This design comes from an exercise in tuning for small area, a short achievable clock period and few clock cycles per item on the open sky130 flow, not from production work. Where RTL was checked, it was by simulation tests only, not by an equivalence proof against the original.

==> willow: inputs <==
==> flow/design.v (excerpt) <==
module zlc_tilechk (
    input  wire         clk,
    input  wire         rst,          
    input  wire [15:0]  cfg_lenm1,    
    input  wire         in_valid,
    output wire         in_ready,
    input  wire [255:0] in_data,      
    input  wire         in_first,
    input  wire         in_last,
    output wire         res_valid,
    output wire [2:0]   res_check,    
    output wire [31:0]  res_crc       
);
==> flow/config.mk <==
export PLATFORM = sky130hd
export DESIGN_NAME = zlc_tilechk
export DESIGN_NICKNAME = zlc_tilechk
export VERILOG_FILES = /design/flow/design.v
export SDC_FILE = /design/flow/constraint.sdc
export NUM_CORES = 4
export LEC_CHECK = 0
export ABC_CLOCK_PERIOD_IN_PS = 30000
export CAP_MARGIN = 20
export CORE_MARGIN = 2
export CORE_UTILIZATION = 40
export SLEW_MARGIN = 20
==> flow/constraint.sdc <==
create_clock -name core_clock -period 50.0 [get_ports {clk}]
set_input_delay 10.0000 -clock core_clock [delete_from_list [all_inputs] [get_ports {clk}]]
set_output_delay 10.0000 -clock core_clock [all_outputs]
set_load 0.01 [all_outputs]
standard.sh (not shown) runs the stock make flow with config.mk's settings and CLKGATE_MAP_FILE= SYNTH_SCRIPT=/design/flow/synth_recipe.tcl, a recipe that flattens the netlist after the stock synthesis.
==> flow/flow/run.sh <==
#!/bin/bash
# Standard layout, with the ports buffered by sky130_fd_sc_hd__buf_2
# instead of the buffer that buffer_ports picks by default, and ORFS's timing
# repair aiming at a setup slack of SETUP_SLACK_MARGIN ns at the design's period.
set -e
export BUFFER_PORTS_ARGS="-buffer_cell sky130_fd_sc_hd__buf_2"
export SETUP_SLACK_MARGIN=36.0
bash standard.sh > standard.log 2>&1
==> inputs of umber, as changes to willow <==
--- a/flow/design.v
+++ b/flow/design.v
@@ -17,95 +17,95 @@
     reg         hdr_q;                
     reg         hold_q;               
     reg  [31:0] y_q;                  
     reg  [31:0] field_q;              
     reg         poison_q;             
     reg         ok_a_q, bounds_q, big_q, nnz0_q;
-    reg  [13:0] nm1_q, lo_q, hi_q, nnzm1_q;
-    reg  [6:0]  pum1_q;
+    reg  [13:0] nm1_q, nnzm1_q;
+    reg  [6:0]  lx_q, hx_q;
+    reg  [1:0]  kv_q;
     reg  [2:0]  hfail_q;              
     reg  [7:0]  rem_q;                
     wire        hdr_now = v_q ? last_q : hold_q;
     wire        take    = in_valid && !rst;
-    localparam [31:0] P_FIX = 32'h7D16_3C71;
     wire        after_hdr = hdr_q && !hdr_now;
     wire [31:0] s_in = hdr_now ? 32'hFFFF_FFFF :
-                       hdr_q   ? (field_q ^ (poison_q ? P_FIX : 32'd0)) : y_q;
+                       hdr_q   ? field_q : y_q;
     wire [31:0] u_in = after_hdr ? y_q : 32'd0;
     wire [31:0] y_n;
     tc_crc_step u_crc (
         .s (s_in),
         .d (in_data),
         .u (u_in),
         .y (y_n)
     );
     wire        ok_a, bounds_ok, big, nnz0;
-    wire [13:0] nm1, lo, hi, nnzm1;
+    wire [13:0] nm1, nnzm1;
+    wire [6:0]  lx, hx;
+    wire [1:0]  kv;
     tc_header_a u_hdr_a (
         .hdr (in_data), .lenm1 (cfg_lenm1),
         .ok_a (ok_a), .bounds_ok (bounds_ok), .nm1 (nm1), .big (big),
-        .lo (lo), .hi (hi), .nnzm1 (nnzm1), .nnz0 (nnz0)
+        .kv (kv), .lx (lx), .hx (hx), .nnzm1 (nnzm1), .nnz0 (nnz0)
     );
     always @(posedge clk) begin
         v_q      <= take;
         last_q   <= in_last;
         first_q  <= in_first;
+        poison_q <= in_data[10];
         ok_a_q   <= ok_a;
         bounds_q <= bounds_ok;
         big_q    <= big;
         nm1_q    <= nm1;
-        lo_q     <= lo;
-        hi_q     <= hi;
+        kv_q     <= kv;
+        lx_q     <= lx;
+        hx_q     <= hx;
         nnzm1_q  <= nnzm1;
         nnz0_q   <= nnz0;
-        pum1_q   <= in_data[22:16];
         hold_q   <= rst || hdr_now;
         if (take) begin
             y_q   <= y_n;
             hdr_q <= hdr_now;
             if (hdr_now) begin
-                field_q  <= in_data[255:224];
-                poison_q <= in_data[10];
+                field_q <= in_data[255:224];
+                rem_q   <= {1'b0, in_data[22:16]} + 8'd1;    
+            end else if (rem_q != 8'hFF) begin
+                rem_q   <= rem_q - 8'd1;
             end
         end
     end
     wire hvalid;
     tc_header_b u_hdr_b (
-        .ok_a (ok_a_q), .nm1 (nm1_q), .big (big_q), .lo (lo_q), .hi (hi_q),
+        .ok_a (ok_a_q), .nm1 (nm1_q), .big (big_q), .kv (kv_q), .lx (lx_q), .hx (hx_q),
         .nnzm1 (nnzm1_q), .nnz0 (nnz0_q), .valid (hvalid)
     );
     wire [2:0] hcode = !first_q  ? 3'd1 :
                        !hvalid   ? 3'd2 :
                        !bounds_q ? 3'd3 :
                        poison_q  ? 3'd4 : 3'd0;
     always @(posedge clk) begin
-        if (v_q) begin
-            if (hdr_q) begin
-                hfail_q <= hcode;
-                rem_q   <= {1'b0, pum1_q} + 8'd1;
-            end else if (rem_q != 8'hFF) begin
-                rem_q   <= rem_q - 8'd1;
-            end
-        end
+        if (v_q && hdr_q)
+            hfail_q <= hcode;
     end
     assign res_valid = v_q && last_q;
     assign res_check = hdr_q               ? ((hcode != 3'd0) ? hcode : 3'd5) :
                        (hfail_q != 3'd0)   ? hfail_q :
-                       (rem_q != 8'd1)     ? 3'd5 :
+                       (rem_q != 8'd0)     ? 3'd5 :
                        (y_q != ~field_q)   ? 3'd6 : 3'd0;
     assign res_crc   = ~y_q;
 endmodule
 module tc_header_a (
     input  wire [255:0] hdr,        
     input  wire [15:0]  lenm1,      
     output wire         ok_a,       
     output wire         bounds_ok,  
     output wire [13:0]  nm1,        
     output wire         big,        
-    output wire [13:0]  lo,         
-    output wire [13:0]  hi,
+    output wire [1:0]   kv,         
+    output wire [6:0]   lx,         
+    output wire [6:0]   hx,         
     output wire [13:0]  nnzm1,      
     output wire         nnz0        
 );
     wire [31:0] w0 = hdr[31:0];
     wire [31:0] w1 = hdr[63:32];
     wire [31:0] w2 = hdr[95:64];
@@ -186,51 +186,51 @@
             3'b100: xmax = 7'd112;    
             3'b101: xmax = 7'd119;    
             3'b110: xmax = 7'd123;    
             default: xmax = 7'd125;   
         endcase
     end
-    reg [13:0] lo_r, hi_r;
-    reg        exact;
+    reg [6:0] lx_r, hx_r;
+    reg       exact;
     always @(*) begin
         if (wide16) begin                                  
-            lo_r  = {3'd0, pum1, 4'd0};
-            hi_r  = c_bit ? 14'd2047 : {3'd0, pum1, 4'hF};
+            lx_r  = pum1;
+            hx_r  = c_bit ? 7'd127 : pum1;
             exact = 1'b1;
         end else if (pum1 == 7'd0) begin                   
-            lo_r  = 14'd0;
-            hi_r  = narrow4 ? {1'b0, xmax, 6'h3F} : {2'd0, xmax, 5'h1F};
+            lx_r  = 7'd0;
+            hx_r  = xmax;
             exact = 1'b0;
-        end else if (!narrow4) begin                       
-            lo_r  = {2'd0, xmin, 5'd0};
-            hi_r  = {2'd0, c_bit ? xmax : xmin, 5'h1F};
-            exact = exact_x;
         end else begin                                     
-            lo_r  = {1'b0, xmin, 6'd0};
-            hi_r  = {1'b0, c_bit ? xmax : xmin, 6'h3F};
+            lx_r  = xmin;
+            hx_r  = c_bit ? xmax : xmin;
             exact = exact_x;
         end
     end
-    assign lo = lo_r;
-    assign hi = hi_r;
+    assign lx = lx_r;
+    assign hx = hx_r;
+    assign kv = wide16 ? 2'd0 : narrow4 ? 2'd2 : 2'd1;
     assign ok_a  = c1 & c2 & c3 & c4 & c5 & c6 & (c_bit | exact);
     assign nnzm1 = nnz - 14'd1;
     assign nnz0  = (nnz == 14'd0);
     assign bounds_ok = ({4'd0, pum1, 5'h1F} <= lenm1);
 endmodule
 module tc_header_b (
     input  wire         ok_a,
     input  wire [13:0]  nm1,
     input  wire         big,
-    input  wire [13:0]  lo,
-    input  wire [13:0]  hi,
+    input  wire [1:0]   kv,
+    input  wire [6:0]   lx,
+    input  wire [6:0]   hx,
     input  wire [13:0]  nnzm1,
     input  wire         nnz0,
     output wire         valid
 );
-    wire c79 = (nm1 >= lo) && (nm1 <= hi);
+    wire [9:0] x = (kv == 2'd0) ? nm1[13:4] :
+                   (kv == 2'd1) ? {1'b0, nm1[13:5]} : {2'b0, nm1[13:6]};
+    wire c79 = (x >= {3'd0, lx}) && (x <= {3'd0, hx});
     wire c8  = nnz0 || (nm1 >= nnzm1);
     assign valid = ok_a & !big & c79 & c8;
 endmodule
 module tc_xmin (
     input  wire [6:0] pum1,
     input  wire [2:0] j,         
==> inputs of pepper, as changes to willow <==
--- a/flow/design.v
+++ b/flow/design.v
@@ -17,63 +17,66 @@
     reg         hdr_q;                
     reg         hold_q;               
     reg  [31:0] y_q;                  
     reg  [31:0] field_q;              
     reg         poison_q;             
     reg         ok_a_q, bounds_q, big_q, nnz0_q;
-    reg  [13:0] nm1_q, lo_q, hi_q, nnzm1_q;
+    reg  [13:0] nm1_q, nnzm1_q;
+    reg  [6:0]  lx_q, hx_q;
+    reg  [1:0]  kv_q;
     reg  [6:0]  pum1_q;
     reg  [2:0]  hfail_q;              
     reg  [7:0]  rem_q;                
     wire        hdr_now = v_q ? last_q : hold_q;
     wire        take    = in_valid && !rst;
-    localparam [31:0] P_FIX = 32'h7D16_3C71;
     wire        after_hdr = hdr_q && !hdr_now;
     wire [31:0] s_in = hdr_now ? 32'hFFFF_FFFF :
-                       hdr_q   ? (field_q ^ (poison_q ? P_FIX : 32'd0)) : y_q;
+                       hdr_q   ? field_q : y_q;
     wire [31:0] u_in = after_hdr ? y_q : 32'd0;
     wire [31:0] y_n;
     tc_crc_step u_crc (
         .s (s_in),
         .d (in_data),
         .u (u_in),
         .y (y_n)
     );
     wire        ok_a, bounds_ok, big, nnz0;
-    wire [13:0] nm1, lo, hi, nnzm1;
+    wire [13:0] nm1, nnzm1;
+    wire [6:0]  lx, hx;
+    wire [1:0]  kv;
     tc_header_a u_hdr_a (
         .hdr (in_data), .lenm1 (cfg_lenm1),
         .ok_a (ok_a), .bounds_ok (bounds_ok), .nm1 (nm1), .big (big),
-        .lo (lo), .hi (hi), .nnzm1 (nnzm1), .nnz0 (nnz0)
+        .kv (kv), .lx (lx), .hx (hx), .nnzm1 (nnzm1), .nnz0 (nnz0)
     );
     always @(posedge clk) begin
         v_q      <= take;
         last_q   <= in_last;
         first_q  <= in_first;
+        poison_q <= in_data[10];
         ok_a_q   <= ok_a;
         bounds_q <= bounds_ok;
         big_q    <= big;
         nm1_q    <= nm1;
-        lo_q     <= lo;
-        hi_q     <= hi;
+        kv_q     <= kv;
+        lx_q     <= lx;
+        hx_q     <= hx;
         nnzm1_q  <= nnzm1;
         nnz0_q   <= nnz0;
         pum1_q   <= in_data[22:16];
         hold_q   <= rst || hdr_now;
         if (take) begin
             y_q   <= y_n;
             hdr_q <= hdr_now;
-            if (hdr_now) begin
-                field_q  <= in_data[255:224];
-                poison_q <= in_data[10];
-            end
+            if (hdr_now)
+                field_q <= in_data[255:224];
         end
     end
     wire hvalid;
     tc_header_b u_hdr_b (
-        .ok_a (ok_a_q), .nm1 (nm1_q), .big (big_q), .lo (lo_q), .hi (hi_q),
+        .ok_a (ok_a_q), .nm1 (nm1_q), .big (big_q), .kv (kv_q), .lx (lx_q), .hx (hx_q),
         .nnzm1 (nnzm1_q), .nnz0 (nnz0_q), .valid (hvalid)
     );
     wire [2:0] hcode = !first_q  ? 3'd1 :
                        !hvalid   ? 3'd2 :
                        !bounds_q ? 3'd3 :
                        poison_q  ? 3'd4 : 3'd0;
@@ -98,14 +101,15 @@
     input  wire [255:0] hdr,        
     input  wire [15:0]  lenm1,      
     output wire         ok_a,       
     output wire         bounds_ok,  
     output wire [13:0]  nm1,        
     output wire         big,        
-    output wire [13:0]  lo,         
-    output wire [13:0]  hi,
+    output wire [1:0]   kv,         
+    output wire [6:0]   lx,         
+    output wire [6:0]   hx,         
     output wire [13:0]  nnzm1,      
     output wire         nnz0        
 );
     wire [31:0] w0 = hdr[31:0];
     wire [31:0] w1 = hdr[63:32];
     wire [31:0] w2 = hdr[95:64];
@@ -186,51 +190,51 @@
             3'b100: xmax = 7'd112;    
             3'b101: xmax = 7'd119;    
             3'b110: xmax = 7'd123;    
             default: xmax = 7'd125;   
         endcase
     end
-    reg [13:0] lo_r, hi_r;
-    reg        exact;
+    reg [6:0] lx_r, hx_r;
+    reg       exact;
     always @(*) begin
         if (wide16) begin                                  
-            lo_r  = {3'd0, pum1, 4'd0};
-            hi_r  = c_bit ? 14'd2047 : {3'd0, pum1, 4'hF};
+            lx_r  = pum1;
+            hx_r  = c_bit ? 7'd127 : pum1;
             exact = 1'b1;
         end else if (pum1 == 7'd0) begin                   
-            lo_r  = 14'd0;
-            hi_r  = narrow4 ? {1'b0, xmax, 6'h3F} : {2'd0, xmax, 5'h1F};
+            lx_r  = 7'd0;
+            hx_r  = xmax;
             exact = 1'b0;
-        end else if (!narrow4) begin                       
-            lo_r  = {2'd0, xmin, 5'd0};
-            hi_r  = {2'd0, c_bit ? xmax : xmin, 5'h1F};
-            exact = exact_x;
         end else begin                                     
-            lo_r  = {1'b0, xmin, 6'd0};
-            hi_r  = {1'b0, c_bit ? xmax : xmin, 6'h3F};
+            lx_r  = xmin;
+            hx_r  = c_bit ? xmax : xmin;
             exact = exact_x;
         end
     end
-    assign lo = lo_r;
-    assign hi = hi_r;
+    assign lx = lx_r;
+    assign hx = hx_r;
+    assign kv = wide16 ? 2'd0 : narrow4 ? 2'd2 : 2'd1;
     assign ok_a  = c1 & c2 & c3 & c4 & c5 & c6 & (c_bit | exact);
     assign nnzm1 = nnz - 14'd1;
     assign nnz0  = (nnz == 14'd0);
     assign bounds_ok = ({4'd0, pum1, 5'h1F} <= lenm1);
 endmodule
 module tc_header_b (
     input  wire         ok_a,
     input  wire [13:0]  nm1,
     input  wire         big,
-    input  wire [13:0]  lo,
-    input  wire [13:0]  hi,
+    input  wire [1:0]   kv,
+    input  wire [6:0]   lx,
+    input  wire [6:0]   hx,
     input  wire [13:0]  nnzm1,
     input  wire         nnz0,
     output wire         valid
 );
-    wire c79 = (nm1 >= lo) && (nm1 <= hi);
+    wire [9:0] x = (kv == 2'd0) ? nm1[13:4] :
+                   (kv == 2'd1) ? {1'b0, nm1[13:5]} : {2'b0, nm1[13:6]};
+    wire c79 = (x >= {3'd0, lx}) && (x <= {3'd0, hx});
     wire c8  = nnz0 || (nm1 >= nnzm1);
     assign valid = ok_a & !big & c79 & c8;
 endmodule
 module tc_xmin (
     input  wire [6:0] pum1,
     input  wire [2:0] j,         
==> flow/flow/run.sh (replaced) <==
#!/bin/bash
# Standard layout, with the ports buffered by sky130_fd_sc_hd__buf_2
# instead of the buffer that buffer_ports picks by default, and ORFS's timing
# repair aiming at a setup slack of SETUP_SLACK_MARGIN ns at the design's period.
set -e
export BUFFER_PORTS_ARGS="-buffer_cell sky130_fd_sc_hd__buf_2"
export SETUP_SLACK_MARGIN=36.3
bash standard.sh > standard.log 2>&1
==> reports/results.ini <==
[setup_path]
required_ps = 50190
critPathCapture = y_q[25]
cp_num_buf_inv = 1

[power_and_ir_drop]
p_leak_nw = 11.3

[cts]
ctsResizeCount = 32

[run_status]
status = complete, no violations

[finish]
sh_seq_area_pct = 11.4

# the run above: pepper

==> reports/results.ini <==
[run_status]
status = complete, no violations

[power_and_ir_drop]
p_leak_nw = 11.0

[routing]
wl_met1_um = 67000
routed.top_layer = met5

[cts]
ctsResizeCount = 7

[synthesis]
yosysTopAreaCell = xnor2_1
yosysUniqueCellTypes = 77
synth_compound_area_share_pct = 5.88
synth_area_leaders = xnor2_1, xor2_1, edfxtp_1

[setup_path]
cp_num_buf_inv = 3

[finish]
layout_common_cells = xnor2_1, xor2_1, buf_2

# the run above: willow

==> reports/results.ini <==
[setup_path]
required_ps = 50160
critPathCapture = y_q[2]
cp_num_buf_inv = 1

[timing]
slew_violations = 0

[finish]
design.seq.count = 129
sh_seq_area_pct = 11.0

[cts]
clkTransAtPathRegs_ps = 60
clockBufferDepth = 2
ctsResizeCount = 0

[run_status]
status = complete, no violations

# the run above: umber

Testbench counts of pepper, summed over its fixed seeds: cycles 66,901, entries 66,893.
Function not checked in willow and umber: the RTL went through the layout flow alone.

[what the ideal ports hide]
No port has a modelled driver above. Below, the same layouts with a new extraction and two added sets of constraints. Step 1 assumes that a clkbuf_16 drives the clock port and a buf_2 every other input. Step 2, shift: input delay + t, output delay - t, t = (earliest + latest rising clock arrival at the registers) / 2. This alone moves slack from input paths to output paths. Three values: no drivers, after step 1, after step 2; two values: the first two.
| run | shift t [ns] | setup WS [ns] | worst hold slack (ns) | slew at the worst register clock pin (ns) |
|---|---|---|---|---|
| willow | 0.548 | 36.173 / 36.215 / 35.667 | 0.579 / 0.579 / 0.579 | 0.08 / 0.08 |
| umber | 0.492 | 36.089 / 36.116 / 35.624 | 0.543 / 0.543 / 0.543 | 0.07 / 0.07 |
| pepper | 0.480 | 36.160 / 36.180 / 35.700 | 0.524 / 0.524 / 0.524 | 0.07 / 0.07 |
After both steps setup and hold are still met in every run listed. For willow, which loses most, drivers alone change the setup slack by +0.042 ns; drivers and shift together by -0.506 ns.
